This is an optimization exercise on Yosys and OpenROAD, whose aim is small area, a short achievable clock period and few clock cycles per item, not a production implementation. Function was checked by simulation only, so behaviour that the tests miss may differ from the original. Power figures rest on the tool's default switching activity, not on a simulated workload.

==> flow/design.v (outline; a module is shown in full before it is edited, if it fits) <==
// module m960_conv_enc: 63 lines
// module m960_xacc_lane: 3772 lines
module m960_xacc_lane (
    input  wire        clk,
    input  wire        rst,         
    input  wire        in_valid,
    output wire        in_ready,
    input  wire [5:0]  in_op,
    input  wire [1:0]  in_n,        
    input  wire [63:0] in_a,        
    input  wire [31:0] in_b,        
    output wire        out_valid,
    output wire [63:0] out_data
);
  // ...
==> flow/flow/run.sh <==
#!/bin/bash
set -euo pipefail
bash standard.sh synth > standard_synth.log 2>&1
export SETUP_SLACK_MARGIN=10.7
export BUFFER_PORTS_ARGS="-buffer_cell sky130_fd_sc_hd__buf_2"
bash standard.sh finish > standard_finish.log 2>&1
==> flow/standard.sh <==
#!/bin/bash
# synth_recipe.tcl (not shown) runs the flow's synth.tcl, then flattens the netlist and writes it again
# the make line also repeats each setting of config.mk as NAME=value (left out here)
make -C /OpenROAD-flow-scripts/flow DESIGN_CONFIG=/design/flow/config.mk WORK_HOME=/design/flow/orfs CLKGATE_MAP_FILE= SYNTH_SCRIPT=/design/flow/synth_recipe.tcl "${@:-finish}"
==> flow/config.mk <==
export PLATFORM = sky130hd
export DESIGN_NAME = m960_xacc_lane
export DESIGN_NICKNAME = m960_xacc_lane
export VERILOG_FILES = /design/flow/design.v
export SDC_FILE = /design/flow/constraint.sdc
export NUM_CORES = 4
export LEC_CHECK = 0
export CAP_MARGIN = 20
export CORE_MARGIN = 2
export CORE_UTILIZATION = 40
export SLEW_MARGIN = 20
==> flow/constraint.sdc <==
create_clock -name core_clock -period 15.0 [get_ports {clk}]
set_input_delay 3.0000 -clock core_clock [delete_from_list [all_inputs] [get_ports {clk}]]
set_output_delay 3.0000 -clock core_clock [all_outputs]
set_load 0.01 [all_outputs]
==> results.txt, run 1 <==
status=complete, no violations; WL final=207000 um; critical path fanouts, max=8; highest-delay cell along the critical path=dfxtp_4; nonclk inv count=685; global-route wire length before repair=312000 um; global route overflow=0; end of the worst register-to-register path=t116; bufs w/o clock=272; Vias/cell=5.76; Post-synth EDFFs=384; asr flop ratio synth=0; mean area per synthesized cell=10.3 um2; Cell Area, Synth=65600 um2; share of power burned in registers=0.453; Design Area, Final=73300 um2; CTS tree=yes; non-filler instance count after layout=8543; final worst slack=10.68 ns; most frequent cells in the layout=a22oi_1, inv_1, fa_1; full die area=167000 um2; DRT iter0 DRCs=5293; initial core utilization=0.403; main combinational cell family by area after synthesis=adder cells; dpl cells=8316; fraction of area in multi-input gates=0.527; Startpoint Class=register; Worst Skew=0.102 ns; total power=0.00682 W; WP depth=1; grt met1 use=0.320; cts bufs inserted=106; Reg area=23600 um2; post-route ant nets=0; Adder-Cell Fraction of Synth Area=0.218; row cnt=148; Layout fillers=15092; htree depth=3; top cells by area, synth=dfxtp_1, edfxtp_1, fa_1, a22oi_1, xnor2_1; top-count cell post-synth=a22oi_1; share of layout cells above drive strength 1=0.105; n_taps=2175; vias in the first global route=50289
Testbench counts, summed over its fixed seeds: cycles 32,048, ops 32,000.
==> run 2, diff against run 1 <==
--- a/flow/design.v
+++ b/flow/design.v
@@ -3817,19 +3817,21 @@
     wire        sat_n = rnd3 ? (x95 && (!(&xh_sel[46:20]) || (!xh_sel[19] && !(ones3 && &xh_sel[18:0]))))
                              : (big3 && s3);
     wire [39:0] rsum  = {sh[19:0], sl3[19:1], sl3[0] && !tie3};
     wire        up    = sh[4];
     wire [7:0]  be    = (sh[4] || sh[3]) ? ((up ? 8'd135 : 8'd134) - {2'b0, c3}) : 8'd0;
     wire [31:0] lf    = {s3, be, up ? 23'd0 : rsum[22:0]};
     reg        ov;
     reg [39:0] oy;
-    reg  [1:0] oys;        
+    reg  [3:0] oys;
     always @(posedge clk) begin
         ov     <= res3 && !rst;
         oy     <= sat_p ? 40'h7F_FFFF_FFFF : sat_n ? 40'h80_0000_0000 :
                   ltf3  ? {8'd0, lf} : rsum;
         oys[0] <= !sat_p && (sat_n || (!ltf3 && rsum[39]));
         oys[1] <= sat_n || (!sat_p && !ltf3 && rsum[39]);
+        oys[2] <= !(sat_p || (!sat_n && (ltf3 || !rsum[39])));
+        oys[3] <= (sat_n && !sat_p) || (!sat_p && !ltf3 && rsum[39]);
     end
     assign out_valid = ov;
-    assign out_data  = {{8{oys[1]}}, {8{oys[0]}}, {8{oy[39]}}, oy};
+    assign out_data  = {{6{oys[3]}}, {6{oys[2]}}, {6{oys[1]}}, {6{oys[0]}}, oy};
 endmodule
==> flow/flow/run.sh (replaced) <==
#!/bin/bash
set -euo pipefail
bash standard.sh synth > standard_synth.log 2>&1
export SETUP_SLACK_MARGIN=10.8
export BUFFER_PORTS_ARGS="-buffer_cell sky130_fd_sc_hd__buf_2"
bash standard.sh finish > standard_finish.log 2>&1
==> run 2 against run 1 <==
Highest routed layer unchanged. Global-route usage about the same. Wire length increased by 0.72%. Die area increased by 0.66%. Final cell count increased by 1.1%. Critical endpoint is now out_data[63]. Critical path type unchanged. Core utilization decreased by 0.089 points. Largest cell class unchanged.
==> results.txt, run 2 <==
status=complete, no violations (unchanged); Static Leak=29.7 nW (was 29.4 nW); worst r2r src=nb0 (unchanged); critical path fanouts, max=6 (was 8); mean area per synthesized cell=10.2 um2 (was 10.3 um2); worst hold stages=0 (unchanged); max-cap check violation count=0 (unchanged); final period utilization=0.288 (about the same); max FFs per register=72 (unchanged); post-synthesis sequential area ratio=0.355 (was 0.357); Yosys warnings=2 (unchanged); most common cell after layout, fill and taps aside=a22oi_1 (unchanged); Die Wd=410 um (was 409 um); slew margin rel.=0.166 (was 0.230); row cnt=149 (was 148); slowest stage delay, CP=0.40 ns (was 0.38 ns); share of layout cells above drive strength 1=0.110 (was 0.105); library cells used by synthesis=91 (was 84); cts hold-fix bufs=0 (unchanged); initial antenna violation count=13 (was 8); Most flops, register=p2 (unchanged); delay-heaviest family, CP=flip-flops (unchanged); asr flop ratio synth=0 (unchanged); global-route wire length before repair=314000 um (was 312000 um); area grow syn2layout=11.9% (was 11.8%); area leader, netlist=dfxtp_1 (unchanged); Worst Skew=0.0604 ns (was 0.102 ns); highest-delay cell along the critical path=dfxtp_4 (unchanged); Vias/cell=5.74 (was 5.76); Cell Area, Synth=66000 um2 (was 65600 um2); Min Hold Slack=0.323 ns (was 0.286 ns); dpl hpwl=131000 um (was 130000 um); Startpoint Class=register (unchanged); Cells after Synth=6451 (was 6380); commonest cells in the netlist=a22oi_1, inv_1, dfxtp_1, fa_1, xnor2_1 (unchanged); Synth Register Bits=979 (was 978); Buf/Inv on CP=1 (unchanged); drt first pass iters=8 (was 7); Reg area=23600 um2 (about the same); CTS Root Cell=clkbuf_16 (unchanged); # port buffers=147 (unchanged); Critical Path RT=12.00 ns (about the same); top cells by area, synth=dfxtp_1, edfxtp_1, fa_1, a22oi_1, xnor2_1 (unchanged); fin crit period=4.33 ns (was 4.32 ns); antenna diode count=0 (was 1); CTS tree=yes (unchanged); Final Max Slew Viols=0 (unchanged); global route overflow=0 (unchanged); Hold Path Class=reg -> reg (unchanged); most frequent cells in the layout=a22oi_1, inv_1, fa_1 (unchanged); clock tree buffer depth=3 (unchanged); RSZ-0062 raised after global routing=yes (unchanged); Worst Tran Pin Value=1.25 ns (was 1.16 ns); vias=49564 (was 49169); footprint of the multi-input gates=39000 um2 (was 38600 um2); Nets=7272 (was 7193); clock latency (worst-skew pair)=0.80 ns (about the same); htree depth=3 (unchanged); WS Path Type=reg -> out (unchanged); full die area=168000 um2 (was 167000 um2); residual DRC count=0 (unchanged); Pwr Density=92.9 nW/um2 (was 93.0 nW/um2); r2r setup slk=10.83 ns (was 10.78 ns); initial core utilization=0.401 (was 0.403); Fin. Hold Viols=0 (unchanged); die height=410 um (was 409 um); Crit path arrival time=1.33 ns (was 1.32 ns); Core ar.=164000 um2 (was 163000 um2); vias in the first global route=50610 (was 50289); final core occ=0.449 (was 0.450); WP depth=1 (unchanged); fmax=0.231 GHz (was 0.232 GHz); Post-synth EDFFs=384 (unchanged); GRT Util Overall=0.244 (about the same); routability cong.=0.926 (was 0.922); end of the worst register-to-register path=t187 (was t116); DR WL/cell=24.2 um (was 24.3 um); Final setup viols=0 (unchanged); DRT iter0 DRCs=5379 (was 5293); Worst VDD drop=99.6 uV (was 115 uV); Layout fillers=15359 (was 15092); setup_tns=0 ns (unchanged); critical hold path startpoint=p2[71] (was c1[5]); crit path cell chain=buf_6 (was buf_2); worst r2r path cells=10 (was 11); CTS Sinks=979 (was 978); top-count cell post-synth=a22oi_1 (unchanged); WL final=209000 um (was 207000 um); post-route ant nets=0 (unchanged); Worst-path clk slew=0.06 ns (about the same); Most used DFF post-synth=dfxtp_1 (unchanged); worst hold path endpoint=ph3[23] (was c2[5]); largest net degree at the start of global routing=85 (unchanged); cts bufs inserted=106 (unchanged); Synth top area share=0.180 (was 0.181); I/O pin total=173 (unchanged); Setup crit end kind=output pin (unchanged); Syn Nets=7370 (was 7299)
## run 2: power breakdown
group          switching, W  internal (W)
Combinational      0.000639      0.000432
Sequential         0.000101       0.00301
Clock               0.00116       0.00151
Total               0.00191       0.00496
## run 2: timing repair
action | 4_1_cts | 5_1_grt
gates resized for setup | 122 | 111
pin swaps | 13 | 25
cloned | 2 | 3
endpoints found under the setup margin | 419 | 234
setup buffers | 12 | 15
## run 2: layout make-up
type,count,share of cell area
multi-input cells,4290,0.528
flip-flops and latches,979,0.319
clock buffers,131,0.0389
well taps,2189,0.0371
inverters,703,0.0358
repair buffers,273,0.0302
clock inverters,71,0.0104
## run 2: layer usage
layer	share of wire	routed length, um	up-vias	global-route usage
li1	-	-	21914	-
met1	0.41	86400	24285	0.322
met2	0.44	91200	2711	0.374
met3	0.10	21500	642	0.0635
met4	0.047	9810	12	0.112
met5	0.00036	75	-	0
## run 2: how the worst max path moves through the flow
| stage | start | end | slack, ns |
|---|---|---|---|
| 6_report | oys[3] | out_data[63] | 10.67 |
| 5_1_grt | oys[2] | out_data[54] | 10.63 |
| 4_1_cts | oys[2] | out_data[52] | 10.62 |
| 3_5_place_dp | nb0 | t115 | 9.71 |
| 3_3_place_gp | nb0 | t115 | 9.74 |
| 2_1_floorplan | nb0 | t107 | 10.82 |
## run 2: kinds of logic (layout without fill, tap and decap cells)
group,after synthesis,count (layout),synth area share
other cells,1,1,0.0000568
xor+xnor,854,854,0.113
buf+inv,1183,1178,0.0688
fa+ha+maj,812,812,0.217
flops,979,979,0.355
mux,14,14,0.00214
simple gates,1000,1001,0.0741
compound gates,1608,1608,0.169
## run 2: stage by stage
stage / setup WS (ns) / instance area (um2) / total power [W] / cells
final: 10.67 / 73900 / 0.00686 / 8636
after global routing: 10.63 / 73900 / 0.00715 / 8636
after CTS: 10.62 / 73200 / 0.00686 / 8618
after detailed placement: 9.71 / 68900 / 0.00413 / 8402
after global placement: 9.74 / 68900 / 0.00411 / 8402
after floorplan: 10.82 / 66000 / 0.00382 / 6451
Testbench counts of run 2, summed over its fixed seeds: cycles 32,048, ops 32,000.
==> run 3, diff against run 2 <==
==> flow/flow/run.sh (replaced) <==
#!/bin/bash
# The standard layout (standard.sh) with three additions:
#  - after the standard synthesis, fapol.py flips the polarity of full adders
#    where that removes inverters (a full adder is self-dual); registers and
#    all other cells stay as synthesised;
#  - the port buffers are buf_2 cells instead of the default delay cells.
set -euo pipefail
bash standard.sh synth > standard_synth.log 2>&1
R=orfs/results/sky130hd/m960_xacc_lane/base
cp $R/1_2_yosys.v $R/1_2_yosys_std.v
python3 flow/fapol.py $R/1_2_yosys_std.v $R/1_2_yosys.v > fapol.log 2>&1
rm -f $R/1_synth.odb $R/1_synth.sdc
export SETUP_SLACK_MARGIN=10.7
export BUFFER_PORTS_ARGS="-buffer_cell sky130_fd_sc_hd__buf_2"
bash standard.sh finish > standard_finish.log 2>&1
==> flow/flow/fapol.py (new file) <==
#!/usr/bin/env python3
"""Full-adder polarity optimisation of a Yosys gate-level netlist.

A full adder is self-dual: FA(~a, ~b, ~c) = (~sum, ~cout).  Synthesis often
leaves inverters between full adders; this pass flips the polarity of a
full adder (takes its inputs from the other side of their inverters and
inverts the meaning of its outputs) whenever that removes more inverters
than it adds.  Flip-flops and every other cell are left as they are.

Usage: fapol.py IN.v OUT.v
"""
import re
import sys
from collections import defaultdict

src = open(sys.argv[1]).read()
m = re.search(r'^(module\s+\w+\s*\(.*?\);)(.*?)^endmodule', src, re.S | re.M)
head, body = m.group(1), m.group(2)
pre, post = src[:m.start()], src[m.end():]

inst_re = re.compile(r'^\s*(sky130_fd_sc_hd__\w+)\s+(\S+)\s*\((.*?)\);\s*$', re.S | re.M)
decl_lines = []
cells = {}          # name -> [type, {pin: net}]
order = []
pos = 0
for mm in inst_re.finditer(body):
    between = body[pos:mm.start()]
    decl_lines.append(between)
    pos = mm.end()
    typ, name, pins = mm.group(1), mm.group(2), mm.group(3)
    pm = {}
    for p, n in re.findall(r'\.(\w+)\(\s*(.*?)\s*\)\s*(?:,|$)', pins, re.S):
        pm[p] = n.strip()
    cells[name] = [typ, pm]
    order.append(name)
tail = body[pos:]
decls = "".join(decl_lines) + tail
assert "assign" not in decls, "assign statements not handled"

OUTS = {'X', 'Y', 'Q', 'Q_N', 'SUM', 'COUT'}
ports_out = set()
for mm in re.finditer(r'^\s*output\s+(\[[^\]]*\]\s*)?(\S+?)\s*;', decls, re.M):
    ports_out.add(mm.group(2))

def is_inv(t):
    return re.match(r'sky130_fd_sc_hd__(inv|clkinv)_\d+$', t) is not None

def rebuild():
    drv = {}
    users = defaultdict(list)
    for name, (t, pm) in cells.items():
        for p, n in pm.items():
            if p in OUTS:
                drv[n] = (name, p)
            else:
                users[n].append((name, p))
    return drv, users

def port_use(n):
    base = n.lstrip('\\').split('[')[0].strip()
    return base in ports_out

new_id = [0]
new_wires = []
def new_net():
    new_id[0] += 1
    n = "_fapol_%d_" % new_id[0]
    new_wires.append(n)
    return n

def inv_in(n, drv):
    """if net n is the output of an inverter, the inverter's name"""
    d = drv.get(n)
    if d and is_inv(cells[d[0]][0]):
        return d[0]
    return None

removed = 0
added = 0
changed = True
passes = 0
while changed and passes < 20:
    changed = False
    passes += 1
    drv, users = rebuild()
    for f in list(order):
        if f not in cells or cells[f][0] != 'sky130_fd_sc_hd__fa_1':
            continue
        t, pm = cells[f]
        gain = 0
        plan_in = {}
        for p in ('A', 'B', 'CIN'):
            n = pm[p]
            g = inv_in(n, drv)
            if g is not None:
                # other users of this inverter's output?
                others = [u for u in users[n] if u != (f, p)]
                if not others and not port_use(n):
                    gain += 1
                plan_in[p] = ('src', cells[g][1]['A'], g)
            else:
                # need the complement of n: reuse an existing inverter of n
                reuse = None
                for (u, up) in users[n]:
                    if is_inv(cells[u][0]) and up == 'A':
                        reuse = cells[u][1]['Y']
                        break
                if reuse is None:
                    gain -= 1
                plan_in[p] = ('inv', n, reuse)
        plan_out = {}
        for p in ('SUM', 'COUT'):
            n = pm[p]
            invs = [u for (u, up) in users[n] if is_inv(cells[u][0])]
            non = [(u, up) for (u, up) in users[n] if not is_inv(cells[u][0])]
            need = bool(non) or port_use(n)
            gain += len(invs) - (1 if need else 0)
            plan_out[p] = (n, invs, non, need)
        if gain <= 0:
            continue
        # apply: inputs
        for p, pl in plan_in.items():
            if pl[0] == 'src':
                pm[p] = pl[1]
            else:
                n, reuse = pl[1], pl[2]
                if reuse is None:
                    nn = new_net()
                    gname = "fapol_inv_%d" % new_id[0]
                    cells[gname] = ['sky130_fd_sc_hd__inv_1', {'A': n, 'Y': nn}]
                    order.append(gname)
                    added += 1
                    reuse = nn
                pm[p] = reuse
        # apply: outputs.  The FA now drives ~orig on a fresh net; the old net
        # (orig) is driven by a new inverter if anything still needs it; the
        # old inverters of orig are removed, their loads moved to the fresh net.
        for p, (n, invs, non, need) in plan_out.items():
            fresh = new_net()
            pm[p] = fresh
            for g in invs:
                y = cells[g][1]['Y']
                for (name2, q) in users[y]:
                    if name2 in cells:
                        cells[name2][1][q] = fresh
                del cells[g]
                removed += 1
            if need:
                gname = "fapol_inv_%d" % new_id[0]
                cells[gname] = ['sky130_fd_sc_hd__inv_1', {'A': fresh, 'Y': n}]
                order.append(gname)
                added += 1
        # inputs whose inverters are now unused
        drv, users = rebuild()
        for p, pl in plan_in.items():
            if pl[0] == 'src':
                g = pl[2]
                if g in cells:
                    y = cells[g][1]['Y']
                    if not users[y] and not port_use(y):
                        del cells[g]
                        removed += 1
        drv, users = rebuild()
        changed = True

sys.stderr.write("fapol: %d passes, %d inverters removed, %d added\n" % (passes, removed, added))

out = [pre, head, "\n"]
for w in new_wires:
    out.append("  wire %s;\n" % w)
out.append(decls.rstrip() + "\n")
for name in order:
    if name not in cells:
        continue
    t, pm = cells[name]
    pins = ",\n".join("    .%s(%s%s)" % (p, n, " " if n.startswith("\\") else "") for p, n in pm.items())
    out.append("  %s %s (\n%s\n  );\n" % (t, name, pins))
out.append("endmodule" + post)
open(sys.argv[2], 'w').write("".join(out))
--- a/flow/config.mk
+++ b/flow/config.mk
@@ -9,3 +9,4 @@
 export CORE_MARGIN = 2
 export CORE_UTILIZATION = 40
+export CTS_CLUSTER_SIZE = 22
 export SLEW_MARGIN = 20
==> run 3 against run 2 <==
Still clean on timing, DRC and antenna. Synthesized cell count fell by 5.6%. First-iteration DRC count rose by 3.5%. Synthesized area fell by 2.1%. Register-to-register slack got worse by 0.15 ns. Final cell count fell by 4.8%. Clock-buffer cell count rose by 13. Sequential share of layout area rose by 0.79 points. Worst setup slack improved by 0.011 ns. Power fell by 0.96%. Largest cell class unchanged. Largest power group unchanged. Highest routed layer unchanged.
==> results.txt, run 3 <==
Pwr Density=94.4 nW/um2 (was 92.9 nW/um2); final period utilization=0.288 (about the same); mean area per synthesized cell=10.6 um2 (was 10.2 um2); WS Path Type=reg -> reg (was reg -> out); DR WL/cell=25.1 um (was 24.2 um); P_int=0.00494 W (was 0.00496 W); Yosys warnings=2 (unchanged); share of power burned in registers=0.457 (was 0.454); cts bufs inserted=104 (was 106); Min Hold Slack=0.308 ns (was 0.323 ns); GRT Util Overall=0.248 (was 0.244); most frequent cells in the layout=a22oi_1, fa_1, dfxtp_1 (was a22oi_1, inv_1, fa_1); setup_tns=0 ns (unchanged); Startpoint Class=register (unchanged); I/O pin total=173 (unchanged); global route overflow=0 (unchanged); total power=0.00680 W (was 0.00686 W); row cnt=147 (was 149); Layout fillers=14846 (was 15359); Placed Area=67500 um2 (was 68900 um2); Most flops, register=p2 (unchanged); residual DRC count=0 (unchanged); Final setup viols=0 (unchanged); Crit path arrival time=4.92 ns (was 1.33 ns); CTS Sinks=979 (unchanged); global-route wire length before repair=311000 um (was 314000 um); slowest stage delay, CP=0.69 ns (was 0.40 ns); Psw=0.00185 W (was 0.00191 W); Clock power frac=0.392 (was 0.390); CTS tree=yes (unchanged); full die area=165000 um2 (was 168000 um2); # port buffers=147 (unchanged); CTS Root Cell=clkbuf_16 (unchanged); Syn Nets=7006 (was 7370); max-cap check violation count=0 (unchanged); Logic pwr share=0.151 (was 0.156); Hold Path Class=reg -> reg (unchanged); dpl hpwl=130000 um (was 131000 um); initial core utilization=0.402 (was 0.401); Critical Path RT=15.61 ns (was 12.00 ns); most used cell along the critical path=fa_1; highest-delay cell along the critical path=fa_1 (was dfxtp_4); vias in the first global route=49389 (was 50610); Worst-path clk slew=0.06 ns (about the same); Design Area, Final=72000 um2 (was 73900 um2); sw frac=0.273 (was 0.278); routability cong.=0.914 (was 0.926); RSZ-0062 raised after global routing=yes (unchanged); cts hold-fix bufs=0 (unchanged); area grow syn2layout=11.3% (was 11.9%); fin crit period=4.32 ns (was 4.33 ns); final core occ=0.448 (was 0.449); Vias/cell=5.89 (was 5.74); Worst VDD drop=105 uV (was 99.6 uV); clock tree buffer depth=3 (unchanged); WL final=207000 um (was 209000 um); Die Wd=406 um (was 410 um); Final Max Slew Viols=0 (unchanged); Nets=6893 (was 7272); Cells after Synth=6087 (was 6451); Static Leak=28.9 nW (was 29.7 nW); share of layout cells above drive strength 1=0.104 (was 0.110); Cell Area, Synth=64600 um2 (was 66000 um2); slew margin rel.=0.230 (was 0.166); critical path fanouts, max=24 (was 6); initial antenna violation count=14 (was 13); largest net degree at the start of global routing=85 (unchanged); Setup crit end kind=register (was output pin); Worst Skew=0.0942 ns (was 0.0604 ns); most common cell after layout, fill and taps aside=a22oi_1 (unchanged); die height=406 um (was 410 um); Worst Tran Pin Value=1.15 ns (was 1.25 ns); clock latency (worst-skew pair)=0.79 ns (was 0.80 ns); post-route ant nets=0 (unchanged); crit path cell chain=buf_16 > xor2_2 > buf_6 > inv_4 > xnor2_1 > fa_1 > fa_1 > fa_1 > inv_1 > fa_1 (was buf_6); status=complete, no violations (unchanged); fmax=0.232 GHz (was 0.231 GHz); DRT iter0 DRCs=5568 (was 5379); htree depth=3 (unchanged); Fin. Hold Viols=0 (unchanged); max FFs per register=72 (unchanged); vias=48448 (was 49564); Core ar.=161000 um2 (was 164000 um2); drt first pass iters=9 (was 8)
## run 3: metrics by stage
step | setup WS, ns | instances
global placement | 9.67 | 8012
finish | 10.68 | 8224
global route | 10.64 | 8222
CTS | 10.66 | 8215
floorplan | 10.80 | 6087
detailed placement | 9.62 | 8012
## run 3: layer usage
layer,GRT usage,vias to the layer above,share of wire
met1,0.334,23769,0.41
met2,0.366,2782,0.42
li1,-,21172,-
met5,0.00119,-,0.0013
met3,0.0808,705,0.12
met4,0.104,20,0.048
## run 3: power by group through the flow
stage          Clock, W  Combinational (W)  Sequential, W
2_1_floorplan         0           0.000675        0.00314
3_3_place_gp          0           0.000948        0.00315
3_5_place_dp          0           0.000967        0.00315
4_1_cts         0.00273           0.000993        0.00310
5_1_grt         0.00284            0.00114        0.00312
6_report        0.00266            0.00103        0.00310
## run 3: area by class of cell
type / instances / area [um2] / area share
tap: 2160 / 2700 / 0.0376
inverter: 339 / 1280 / 0.0178
clock buffer: 144 / 2980 / 0.0413
antenna: 2 / 5.00 / 0.0000695
multi-input combinational: 4289 / 38900 / 0.540
timing repair buffer: 261 / 1940 / 0.0270
sequential: 979 / 23500 / 0.327
clock inverter: 50 / 661 / 0.00918
## run 3: worst max-delay path: cells and delay by family, from the launching register on
family / cells / cell delay [ns]
buffers and inverters: 4 / 1.02
DFF: 1 / 0.48
adders and majority gates: 4 / 2.18
xor gates and xnor gates: 2 / 0.42
## run 3: worst paths after layout
path               end  depth (start not counted)  slack [ns]  startpoint
setup / recovery  t117                         10       10.68         nb0
hold / removal    big3                          0        0.31        big2
setup reg to reg  t117                         10       10.68         nb0
hold reg to reg   big3                          0        0.31        big2
## run 3: repair_timing
item                                    in CTS  in global routing
pin swaps                                    8                 12
buffers inserted                             9                  6
endpoints found under the setup margin     351                195
gates resized for setup                     77                 77
gates cloned                                 0                  1
==> run 4, diff against run 3 <==
--- a/flow/config.mk
+++ b/flow/config.mk
@@ -9,4 +9,5 @@
 export CORE_MARGIN = 2
 export CORE_UTILIZATION = 40
+export CTS_CLUSTER_DIAMETER = 150
 export CTS_CLUSTER_SIZE = 22
 export SLEW_MARGIN = 20
==> run 4 against run 3 <==
Still clean on timing, DRC and antenna. Wire length fell by 0.55%. Synthesized cell count unchanged. Final cell count fell by 1.3%. Clock skew shrank 0.054 ns. Via count fell by 0.76%. Flip-flop and latch count unchanged. Global-route usage fell by 0.24 points. Highest routed layer unchanged.
==> results.txt, run 4 <==
crit path cell chain=buf_16 > xor2_4 > clkbuf_8 > xor2_1 > fa_1 > fa_1 > fa_1 > inv_1 > fa_1 (was buf_16 > xor2_2 > buf_6 > inv_4 > xnor2_1 > fa_1 > fa_1 > fa_1 > inv_1 > fa_1); Critical Path RT=15.60 ns (was 15.61 ns); Syn Nets=7006 (unchanged); highest-delay cell along the critical path=fa_1 (unchanged); global route overflow=0 (unchanged); area grow syn2layout=7.94% (was 11.3%); Yosys warnings=2 (unchanged); full die area=165000 um2 (unchanged); critical hold path startpoint=c2[5] (was big2); Worst Tran Pin Value=1.19 ns (was 1.15 ns); cts hold-fix bufs=0 (unchanged); Static Leak=27.8 nW (was 28.9 nW); Clock power frac=0.276 (was 0.392); end of the worst register-to-register path=t117 (unchanged); CP startpoint=nb0 (unchanged); sw frac=0.285 (was 0.273); worst r2r path cells=9 (was 10); row cnt=147 (unchanged); Setup crit end kind=register (unchanged); Cell Area, Synth=64600 um2 (unchanged); CTS Root Cell=clkbuf_16 (unchanged); DR WL/cell=25.3 um (was 25.1 um); htree depth=2 (was 3); vias=48081 (was 48448); vias in the first global route=48976 (was 49389); Final Max Slew Viols=0 (unchanged); most frequent cells in the layout=a22oi_1, fa_1, dfxtp_1 (unchanged); Final setup viols=0 (unchanged); die height=406 um (unchanged); Vias/cell=5.92 (was 5.89); footprint of the multi-input gates=38900 um2 (about the same); # port buffers=147 (unchanged); Min Hold Slack=0.321 ns (was 0.308 ns); Most flops, register=p2 (unchanged); share of layout cells above drive strength 1=0.0863 (was 0.104); post-route ant nets=0 (unchanged); final period utilization=0.285 (was 0.288); CTS Sinks=979 (unchanged); drt first pass iters=9 (unchanged); WS Path Type=reg -> reg (unchanged); clock latency (worst-skew pair)=0.71 ns (was 0.79 ns); Crit path arrival time=4.88 ns (was 4.92 ns); Worst Skew=0.0398 ns (was 0.0942 ns); dpl hpwl=130000 um (unchanged); dpl cells=8012 (unchanged); max FFs per register=72 (unchanged); routability cong.=0.914 (unchanged); largest net degree at the start of global routing=85 (unchanged); critical path fanouts, max=42 (was 24); I/O pin total=173 (unchanged); Reg area=23500 um2 (about the same); max-cap check violation count=0 (unchanged); initial antenna violation count=10 (was 14); WL final=206000 um (was 207000 um); worst r2r src=nb0 (unchanged); Layout fillers=15051 (was 14846); Core ar.=161000 um2 (unchanged); Cells after Synth=6087 (unchanged); fin crit period=4.28 ns (was 4.32 ns); Worst-path clk slew=0.11 ns (was 0.06 ns); Logic pwr share=0.179 (was 0.151); delay-heaviest family, CP=adder cells (unchanged); CTS tree=yes (unchanged); Buf/Inv on CP=3 (was 4); Worst VDD drop=95.3 uV (was 105 uV); non-filler instance count after layout=8116 (was 8224); RSZ-0062 raised after global routing=yes (unchanged); clock tree buffer depth=3 (unchanged); most used cell along the critical path=fa_1 (unchanged); slew margin rel.=0.210 (was 0.230); Psw=0.00162 W (was 0.00185 W); worst hold stages=0 (unchanged); most common cell after layout, fill and taps aside=a22oi_1 (unchanged); cts bufs inserted=51 (was 104); r2r setup slk=10.72 ns (was 10.68 ns); P_int=0.00405 W (was 0.00494 W); mean area per synthesized cell=10.6 um2 (unchanged); Nets=6838 (was 6893); status=complete, no violations (unchanged); global-route wire length before repair=309000 um (was 311000 um); Die Wd=406 um (unchanged); initial core utilization=0.402 (unchanged); Hold Path Class=reg -> reg (unchanged); slowest stage delay, CP=0.69 ns (about the same); setup_tns=0 ns (unchanged); share of power burned in registers=0.545 (was 0.457); GRT Util Overall=0.246 (was 0.248); Startpoint Class=register (unchanged); worst hold path endpoint=c3[5] (was big3); fmax=0.234 GHz (was 0.232 GHz); DRT iter0 DRCs=5753 (was 5568); Fin. Hold Viols=0 (unchanged); Pwr Density=81.2 nW/um2 (was 94.4 nW/um2); residual DRC count=0 (unchanged)
==> run 4: how the worst max path moves through the flow <==
stage | to | cells after the start
final | t117 | 9
after global routing | xl1[41] | 13
after detailed placement | t117 | 10
after floorplan | t117 | 11
after global placement | t117 | 10
after CTS | t117 | 11
==> run 4: worst register-to-register path, delay by kind of cell, from the launching register on <==
kind	cells	cell delay, ns
DFF	1	0.49
buffers and inverters	3	0.87
adders and majority gates	4	2.30
xor gates and xnor gates	2	0.49
==> run 4: timing repair <==
item	4_1_cts	5_1_grt
gates cloned	0	1
pin swaps	7	15
endpoints found under the setup margin	333	177
resized for setup	58	79
buffers inserted	8	5
==> run 4: metal layers <==
layer  GRT usage  vias up  share of wire
li1            -    20974              -
met1       0.333    23626           0.42
met2       0.366     2828           0.42
met3      0.0730      637           0.11
met4      0.0946       16          0.045
met5      0.0178        -        0.00087
==> run 4: power by group through the flow <==
| stage | clock, W | combinational (W) | sequential, W |
|---|---|---|---|
| 2_1_floorplan | 0 | 0.000675 | 0.00314 |
| 6_report | 0.00156 | 0.00101 | 0.00309 |
| 3_3_place_gp | 0 | 0.000948 | 0.00315 |
| 4_1_cts | 0.00162 | 0.000981 | 0.00309 |
| 5_1_grt | 0.00170 | 0.00112 | 0.00311 |
| 3_5_place_dp | 0 | 0.000967 | 0.00315 |
==> run 4: cell type report <==
class | count | area share
well taps | 2160 | 0.0387
flip-flops and latches | 979 | 0.337
diodes | 2 | 0.0000717
clock inverters | 6 | 0.00172
inverters | 339 | 0.0184
repair buffers | 259 | 0.0263
clock buffers | 82 | 0.0204
multi-input cells | 4289 | 0.557
==> run 4: through the flow <==
| stage | setup WS [ns] | util | area [um2] | power, W |
|---|---|---|---|---|
| after floorplan | 10.80 | - | 64600 | 0.00381 |
| after global placement | 9.67 | 0.421 | 67500 | 0.00410 |
| after detailed placement | 9.62 | 0.421 | 67500 | 0.00412 |
| after CTS | 10.66 | 0.432 | 69400 | 0.00569 |
| after global routing | 10.65 | 0.434 | 69800 | 0.00593 |
| final | 10.72 | 0.434 | 69800 | 0.00567 |
==> run 5, diff against run 4 <==
--- a/flow/flow/run.sh
+++ b/flow/flow/run.sh
@@ -11,5 +11,5 @@
 python3 flow/fapol.py $R/1_2_yosys_std.v $R/1_2_yosys.v > fapol.log 2>&1
 rm -f $R/1_synth.odb $R/1_synth.sdc
-export SETUP_SLACK_MARGIN=10.7
+export SETUP_SLACK_MARGIN=10.8
 export BUFFER_PORTS_ARGS="-buffer_cell sky130_fd_sc_hd__buf_2"
 bash standard.sh finish > standard_finish.log 2>&1
==> run 5 against run 4 <==
Hold slack got worse by 0.0029 ns. Largest cell class unchanged. Design area rose by 0.84%. Critical path type is now reg -> out. Critical endpoint is now out_data[63]. Largest power group unchanged. Flip-flop and latch count is the same.
==> results.txt, run 5 <==
status=complete, no violations (unchanged); Hold Path Class=reg -> reg (unchanged); largest net degree at the start of global routing=85 (unchanged); P_int=0.00413 W (was 0.00405 W); Clock power frac=0.279 (was 0.276); WS Path Type=reg -> out (was reg -> reg); # port buffers=147 (unchanged); total power=0.00576 W (was 0.00567 W); htree depth=2 (unchanged); sw frac=0.283 (was 0.285); vias in the first global route=48258 (was 48976); Final setup viols=0 (unchanged); die height=406 um (unchanged); Worst-path clk slew=0.09 ns (was 0.11 ns); crit path cell chain=buf_6 (was buf_16 > xor2_4 > clkbuf_8 > xor2_1 > fa_1 > fa_1 > fa_1 > inv_1 > fa_1); Pwr Density=81.9 nW/um2 (was 81.2 nW/um2); share of power burned in registers=0.540 (was 0.545); vias=47911 (was 48081); CTS Sinks=979 (unchanged); DR WL/cell=25.3 um (about the same); Worst Skew=0.0385 ns (was 0.0398 ns); setup_tns=0 ns (unchanged); max-cap check violation count=0 (unchanged); delay-heaviest family, CP=flip-flops (was adder cells); fmax=0.236 GHz (was 0.234 GHz); Fin. Hold Viols=0 (unchanged); clock latency (worst-skew pair)=0.71 ns (about the same); WL final=206000 um (about the same); highest-delay cell along the critical path=dfxtp_4 (was fa_1); Vias/cell=5.90 (was 5.92); Startpoint Class=register (unchanged); cts bufs inserted=52 (was 51); antenna diode count=0 (was 2); mean area per synthesized cell=10.6 um2 (unchanged); full die area=165000 um2 (unchanged); residual DRC count=0 (unchanged); Nets=6849 (was 6838); share of layout cells above drive strength 1=0.0942 (was 0.0863); Cells after Synth=6087 (unchanged); GRT Util Overall=0.244 (was 0.246); Yosys warnings=2 (unchanged); critical path fanouts, max=6 (was 42); final period utilization=0.283 (was 0.285); cts hold-fix bufs=0 (unchanged); Die Wd=406 um (unchanged); Core ar.=161000 um2 (unchanged); most common cell after layout, fill and taps aside=a22oi_1 (unchanged); Crit path arrival time=1.24 ns (was 4.88 ns); Cell Area, Synth=64600 um2 (unchanged); routability cong.=0.942 (was 0.914); row cnt=147 (unchanged); Critical Path RT=12.00 ns (was 15.60 ns); Final Max Slew Viols=0 (unchanged); dpl hpwl=129000 um (was 130000 um); Worst VDD drop=99.3 uV (was 95.3 uV); Setup crit end kind=output pin (was register); I/O pin total=173 (unchanged); slowest stage delay, CP=0.41 ns (was 0.69 ns); area grow syn2layout=8.85% (was 7.94%); Syn Nets=7006 (unchanged); Psw=0.00163 W (was 0.00162 W); clock tree buffer depth=3 (unchanged); post-route ant nets=0 (unchanged); Logic pwr share=0.182 (was 0.179); fin crit period=4.24 ns (was 4.28 ns); global-route wire length before repair=306000 um (was 309000 um); Layout fillers=15009 (was 15051); global route overflow=0 (unchanged); RSZ-0062 raised after global routing=yes (unchanged); initial core utilization=0.402 (unchanged); CTS Root Cell=clkbuf_16 (unchanged); DRT iter0 DRCs=5759 (was 5753); initial antenna violation count=14 (was 10); max FFs per register=72 (unchanged); drt first pass iters=6 (was 9); Worst Tran Pin Value=1.28 ns (was 1.19 ns); most frequent cells in the layout=a22oi_1, fa_1, dfxtp_1 (unchanged); Buf/Inv on CP=1 (was 3); slew margin rel.=0.145 (was 0.210); CTS tree=yes (unchanged); Most flops, register=p2 (unchanged); Static Leak=28.0 nW (was 27.8 nW)
-- run 5: routing by layer --
metal	global-route usage	part of all wire	vias to the layer above
met3	0.0745	0.12	636
li1	-	-	21013
met4	0.0907	0.045	20
met1	0.332	0.42	23398
met5	0	0.00067	-
met2	0.363	0.42	2844
-- run 5: timing repair --
item                                    4_1_cts  5_1_grt
endpoints found under the setup margin      425      237
gates resized for setup                     128      101
setup buffers                                12        9
pin swaps                                    13       23
cloned                                        0        3
-- run 5: path summary, 6_finish.rpt --
check                             from            to  slack, ns  depth (start not counted)
worst max-delay path            oys[3]  out_data[63]      10.76                          1
worst min-delay path            p2[52]        ph3[4]       0.32                          0
worst max register to register     nb0           t98      10.85                          9
worst min register to register  p2[52]        ph3[4]       0.32                          0
-- run 5: power by group through the flow --
| stage | Sequential [W] | Clock [W] | Combinational, W |
|---|---|---|---|
| 6_report | 0.00311 | 0.00161 | 0.00105 |
| 5_1_grt | 0.00312 | 0.00175 | 0.00115 |
| 4_1_cts | 0.00310 | 0.00166 | 0.00101 |
| 3_5_place_dp | 0.00315 | 0 | 0.000965 |
| 3_3_place_gp | 0.00315 | 0 | 0.000945 |
| 2_1_floorplan | 0.00314 | 0 | 0.000675 |
-- run 5: stage by stage --
step | instance area [um2] | setup WS [ns] | instances | hold WS (ns) | util
2_1_floorplan | 64600 | 10.82 | 6087 | 0.310 | -
3_3_place_gp | 67500 | 9.80 | 8012 | 0.311 | 0.421
3_5_place_dp | 67500 | 9.78 | 8012 | 0.312 | 0.421
4_1_cts | 69800 | 10.69 | 8114 | 0.292 | 0.435
5_1_grt | 70300 | 10.68 | 8126 | 0.314 | 0.438
6_report | 70300 | 10.76 | 8126 | 0.318 | 0.438
-- run 5: area by class of cell --
cell class	count	area, um2	share of cell area
clock inverters	8	189	0.00269
flip-flops and latches	979	23600	0.335
well taps	2160	2700	0.0384
repair buffers	269	2220	0.0316
inverters	339	1280	0.0182
multi-input cells	4289	39000	0.554
clock buffers	82	1410	0.0201
==> run 6, diff against run 5 <==
--- a/flow/config.mk
+++ b/flow/config.mk
@@ -9,5 +9,3 @@
 export CORE_MARGIN = 2
 export CORE_UTILIZATION = 40
-export CTS_CLUSTER_DIAMETER = 150
-export CTS_CLUSTER_SIZE = 22
 export SLEW_MARGIN = 20
==> run 6 against run 5 <==
Critical path type unchanged. Highest routed layer unchanged. Combinational power is essentially flat. Critical path depth is the same. Register-to-register slack is essentially flat. First-iteration DRC count shrank 2.2%. Worst setup slack lost 0.036 ns. Still clean on timing, DRC and antenna. Clock skew grew 0.0099 ns. Largest cell class unchanged. Clock-buffer cell count grew 52.
==> results.txt, run 6 <==
status=complete, no violations (unchanged); Static Leak=29.1 nW (was 28.0 nW); Startpoint Class=register (unchanged); die height=406 um (unchanged); DRT iter0 DRCs=5633 (was 5759); setup_tns=0 ns (unchanged); Vias/cell=5.89 (was 5.90); clock tree buffer depth=3 (unchanged); most common cell after layout, fill and taps aside=a22oi_1 (unchanged); Yosys warnings=2 (unchanged); final core occ=0.452 (was 0.438); initial core utilization=0.402 (unchanged); WL final=207000 um (was 206000 um); global route overflow=0 (unchanged); Fin. Hold Viols=0 (unchanged); Worst-path clk slew=0.06 ns (was 0.09 ns); mean area per synthesized cell=10.6 um2 (unchanged); global-route wire length before repair=308000 um (was 306000 um); Design Area, Final=72600 um2 (was 70300 um2); CTS Root Cell=clkbuf_16 (unchanged); Die Wd=406 um (unchanged); Cell Area, Synth=64600 um2 (unchanged); max-cap check violation count=0 (unchanged); CTS Sinks=979 (unchanged); Worst Tran Pin Value=1.22 ns (was 1.28 ns); slowest stage delay, CP=0.38 ns (was 0.41 ns); Worst VDD drop=113 uV (was 99.3 uV); slew margin rel.=0.185 (was 0.145); RSZ-0062 raised after global routing=yes (unchanged); Final setup viols=0 (unchanged); drt first pass iters=9 (was 6); # port buffers=147 (unchanged); fin crit period=4.27 ns (was 4.24 ns); Nets=6904 (was 6849); residual DRC count=0 (unchanged); GRT Util Overall=0.247 (was 0.244); Buf/Inv on CP=1 (unchanged); final period utilization=0.285 (was 0.283); vias in the first global route=48891 (was 48258); fmax=0.234 GHz (was 0.236 GHz); Core ar.=161000 um2 (unchanged); largest net degree at the start of global routing=85 (unchanged); Critical Path RT=12.00 ns (about the same); delay-heaviest family, CP=flip-flops (unchanged); share of layout cells above drive strength 1=0.111 (was 0.0942); WS Path Type=reg -> out (unchanged); area grow syn2layout=12.3% (was 8.85%); clock latency (worst-skew pair)=0.77 ns (was 0.71 ns); DR WL/cell=25.2 um (was 25.3 um); dpl hpwl=129000 um (unchanged); Cells after Synth=6087 (unchanged); Most flops, register=p2 (unchanged); final worst slack=10.73 ns (was 10.76 ns); Syn Nets=7006 (unchanged); I/O pin total=173 (unchanged); post-route ant nets=0 (unchanged); Crit path arrival time=1.27 ns (was 1.24 ns); Placed Area=67500 um2 (unchanged); htree depth=3 (was 2); Final Max Slew Viols=0 (unchanged); cts hold-fix bufs=0 (unchanged); max FFs per register=72 (unchanged); CTS tree=yes (unchanged); crit path cell chain=buf_2 (was buf_6); most frequent cells in the layout=a22oi_1, fa_1, dfxtp_1 (unchanged); vias=48498 (was 47911); full die area=165000 um2 (unchanged); highest-delay cell along the critical path=dfxtp_4 (unchanged); Hold Path Class=reg -> reg (unchanged); Worst Skew=0.0484 ns (was 0.0385 ns); Pwr Density=95.7 nW/um2 (was 81.9 nW/um2); critical path fanouts, max=12 (was 6); cts bufs inserted=106 (was 52); Setup crit end kind=output pin (unchanged); dpl ws=9.78 ns (unchanged); row cnt=147 (unchanged); Min Hold Slack=0.295 ns (was 0.318 ns); initial antenna violation count=15 (was 14); routability cong.=0.942 (unchanged)
==> run 6: repair_timing <==
action	4_1_cts	5_1_grt
gates cloned	1	4
hold endpoints to repair	0	0
pin swaps	11	22
gates resized for setup	124	101
setup buffers	14	6
setup endpoints to repair	430	233
==> run 6: final cells by class <==
| type | count | area [um2] |
|---|---|---|
| Antenna cell | 4 | 10.0 |
| Clock buffer | 134 | 2930 |
| Clock inverter | 64 | 872 |
| Fill cell | 14834 | 88000 |
| Inverter | 339 | 1280 |
| Multi-Input combinational cell | 4290 | 39000 |
| Sequential cell | 979 | 23600 |
| Tap cell | 2160 | 2700 |
| Timing Repair Buffer | 269 | 2230 |
==> run 6: routing by layer <==
metal  up-vias  track usage  wire length, um
met1     23728        0.333            86300
met2      2881        0.365            87200
met4        14       0.0991             9460
li1      21202            -                -
met5         -            0              102
met3       673       0.0798            24300
==> run 6: final timing paths <==
path / cells past startpoint / end / slack, ns / startpoint
worst min register to register: 0 / c2[4] / 0.29 / c1[4]
worst max-delay path: 1 / out_data[54] / 10.73 / oys[2]
worst min-delay path: 0 / c2[4] / 0.29 / c1[4]
worst max register to register: 10 / t186 / 10.86 / nb0
==> run 6: where the power goes <==
| part | leakage [nW] | internal [W] | switching (W) |
|---|---|---|---|
| sequential | 8.56 | 0.00301 | 0.0000997 |
| combinational | 18.7 | 0.000423 | 0.000627 |
| clock | 1.84 | 0.00163 | 0.00115 |
| total | 29.1 | 0.00507 | 0.00188 |
==> run 6: metrics by stage <==
step,cells,power [W]
after global routing,8235,0.00723
after global placement,8012,0.00410
after CTS,8225,0.00697
final,8239,0.00694
after detailed placement,8012,0.00412
after floorplan,6087,0.00381
==> run 7, diff against run 6 <==
--- a/flow/flow/run.sh
+++ b/flow/flow/run.sh
@@ -11,5 +11,5 @@
 python3 flow/fapol.py $R/1_2_yosys_std.v $R/1_2_yosys.v > fapol.log 2>&1
 rm -f $R/1_synth.odb $R/1_synth.sdc
-export SETUP_SLACK_MARGIN=10.8
+export SETUP_SLACK_MARGIN=10.9
 export BUFFER_PORTS_ARGS="-buffer_cell sky130_fd_sc_hd__buf_2"
 bash standard.sh finish > standard_finish.log 2>&1
--- a/flow/config.mk
+++ b/flow/config.mk
@@ -9,3 +9,5 @@
 export CORE_MARGIN = 2
 export CORE_UTILIZATION = 40
+export CTS_CLUSTER_DIAMETER = 150
+export CTS_CLUSTER_SIZE = 22
 export SLEW_MARGIN = 20
==> run 7 against run 6 <==
First-iteration DRC count decreased by 0.18%. Synthesized area unchanged. Sequential share of layout area grew 0.62 points. Wire length up 0.59%. Die area unchanged. Critical endpoint is now out_data[53]. Synthesized cell count unchanged. Highest routed layer unchanged. Critical path type unchanged.
==> results.txt, run 7 <==
cts bufs inserted=52 (was 106); largest net degree at the start of global routing=85 (unchanged); highest-delay cell along the critical path=dfxtp_4 (unchanged); row cnt=147 (unchanged); Cells after Synth=6087 (unchanged); most frequent cells in the layout=a22oi_1, fa_1, dfxtp_1 (unchanged); Buf/Inv on CP=1 (unchanged); clock tree buffer depth=3 (unchanged); full die area=165000 um2 (unchanged); Syn Nets=7006 (unchanged); Worst-path clk slew=0.10 ns (was 0.06 ns); share of power burned in registers=0.541 (was 0.448); I/O pin total=173 (unchanged); met2 GRT Util=0.368 (was 0.365); Worst VDD drop=100 uV (was 113 uV); DRT iter0 DRCs=5623 (was 5633); Most flops, register=p2 (unchanged); global-route wire length before repair=308000 um (about the same); RSZ-0062 raised after global routing=yes (unchanged); Fin. Hold Viols=0 (unchanged); Startpoint Class=register (unchanged); area grow syn2layout=10.3% (was 12.3%); residual DRC count=0 (unchanged); Psw=0.00164 W (was 0.00188 W); max FFs per register=72 (unchanged); routability cong.=0.937 (was 0.942); mean area per synthesized cell=10.6 um2 (unchanged); CTS Root Cell=clkbuf_16 (unchanged); worst r2r path cells=17 (was 10); final core occ=0.444 (was 0.452); vias in the first global route=48925 (was 48891); fmax=0.235 GHz (was 0.234 GHz); share of layout cells above drive strength 1=0.107 (was 0.111); Die Wd=406 um (unchanged); Worst Skew=0.0448 ns (was 0.0484 ns); Clock power frac=0.272 (was 0.400); end of the worst register-to-register path=xh2[46] (was t186); cts hold-fix bufs=0 (unchanged); clock latency (worst-skew pair)=0.72 ns (was 0.77 ns); fin crit period=4.25 ns (was 4.27 ns); Final Max Slew Viols=0 (unchanged); r2r setup slk=10.88 ns (was 10.86 ns); vias=48491 (was 48498); # port buffers=147 (unchanged); status=complete, no violations (unchanged); Cell Area, Synth=64600 um2 (unchanged); Static Leak=28.4 nW (was 29.1 nW); CTS tree=yes (unchanged); initial core utilization=0.402 (unchanged); die height=406 um (unchanged); Setup crit end kind=output pin (unchanged); grt met1 use=0.330 (was 0.333); Pwr Density=80.5 nW/um2 (was 95.7 nW/um2); dpl hpwl=130000 um (was 129000 um); worst r2r src=sel3[1] (was nb0); worst hold stages=0 (unchanged); Crit path arrival time=1.25 ns (was 1.27 ns); most common cell after layout, fill and taps aside=a22oi_1 (unchanged); Most Crowded Layer GR=met2 (unchanged); drt first pass iters=6 (was 9); Yosys warnings=2 (unchanged); Worst Tran Pin Value=1.21 ns (was 1.22 ns); Nets=6901 (was 6904); htree depth=2 (was 3); Vias/cell=5.93 (was 5.89); Logic pwr share=0.187 (was 0.151); Core ar.=161000 um2 (unchanged); max-cap check violation count=0 (unchanged); critical hold path startpoint=c2[0] (was c1[4]); DR WL/cell=25.5 um (was 25.2 um); routing usage on met3=0.0776 (was 0.0798); slew margin rel.=0.192 (was 0.185); Critical Path RT=12.00 ns (about the same); total power=0.00574 W (was 0.00694 W); CTS Sinks=979 (unchanged); setup_tns=0 ns (unchanged); critical path fanouts, max=12 (unchanged); slowest stage delay, CP=0.39 ns (was 0.38 ns); final period utilization=0.283 (was 0.285); post-route ant nets=0 (unchanged); GRT Util Overall=0.245 (was 0.247); WS Path Type=reg -> out (unchanged); sw frac=0.285 (was 0.270); worst hold path endpoint=c3[0] (was c2[4]); Final setup viols=0 (unchanged); P_int=0.00410 W (was 0.00507 W); crit path cell chain=buf_2 (unchanged); WL final=209000 um (was 207000 um); Hold Path Class=reg -> reg (unchanged); initial antenna violation count=10 (was 15); global route overflow=0 (unchanged); delay-heaviest family, CP=flip-flops (unchanged)
==> run 7: per-stage QoR <==
stage	area [um2]	cells	setup slack, ns	hold slack (ns)
CTS	69900	8116	10.69	0.301
floorplan	64600	6087	10.93	0.310
global placement	67500	8009	9.72	0.312
finish	71300	8175	10.75	0.315
global route	71300	8174	10.68	0.300
detailed placement	67500	8009	9.66	0.312
==> run 7: power groups by stage <==
stage	Combinational (W)	Sequential (W)	Clock (W)
after global routing	0.00118	0.00312	0.00170
after global placement	0.000945	0.00315	0
after floorplan	0.000675	0.00314	0
after detailed placement	0.000963	0.00316	0
after CTS	0.00101	0.00310	0.00162
final	0.00107	0.00311	0.00156
==> run 7: timing repair <==
item                       CTS  global route
pin swaps                   23            52
gates resized for setup    152           157
setup endpoints to repair  496           247
setup buffers               19            46
gates cloned                 2            12
==> run 7: per-layer routing <==
metal,vias up,wire [um]
met5,-,94
met4,14,9490
met3,635,24500
met2,2823,89000
met1,23904,85600
li1,21115,-
==> run 7: area by class of cell <==
| class | instances | area [um2] |
|---|---|---|
| Antenna cell | 1 | 2.50 |
| Clock buffer | 78 | 1400 |
| Clock inverter | 8 | 148 |
| Fill cell | 14982 | 89300 |
| Inverter | 339 | 1280 |
| Multi-Input combinational cell | 4290 | 39300 |
| Sequential cell | 979 | 23600 |
| Tap cell | 2160 | 2700 |
| Timing Repair Buffer | 320 | 2870 |
==> run 7: worst max path at each step <==
stage,cells after the start,from,to,slack [ns]
2_1_floorplan,10,nb0,t101,10.93
4_1_cts,1,oys[2],out_data[53],10.69
3_5_place_dp,10,nb0,t117,9.66
6_report,1,oys[2],out_data[53],10.75
3_3_place_gp,10,nb0,t117,9.72
5_1_grt,1,oys[2],out_data[42],10.68

static timing again, ports no longer ideal:
No port has a modelled driver above. Below, the same layouts with a new extraction and two added sets of constraints. Step 1 sets driving cells, clkbuf_16 on the clock port and buf_2 on the other inputs (assumed; they add their load-dependent delay and slew). Step 2 adds t to the input delays and takes it off the output delays; t is the mean of the earliest and latest rising clock arrival at the registers after step 1. Input paths then give back, and output paths get back, about the clock's delay inside the block. Slacks: ideal ports / drivers / drivers and shift; pairs: ideal ports / drivers.
run | t, ns | slack for setup (ns) | worst register clock-pin slew, ns
run 1 | 0.837 | 10.683 / 10.598 / 10.322 | 0.07 / 0.07
run 2 | 0.849 | 10.674 / 10.595 / 10.600 | 0.07 / 0.07
run 3 | 0.830 | 10.685 / 10.636 / 10.572 | 0.09 / 0.09
run 4 | 0.780 | 10.720 / 10.663 / 10.627 | 0.11 / 0.11
run 5 | 0.772 | 10.762 / 10.683 / 10.621 | 0.10 / 0.10
run 6 | 0.823 | 10.726 / 10.644 / 10.600 | 0.07 / 0.07
run 7 | 0.787 | 10.753 / 10.670 / 10.689 | 0.10 / 0.10
After both steps setup and hold are still met in every run listed. The setup slack of run 1, which loses most, moves by -0.085 ns with the drivers and by -0.361 ns with both steps.
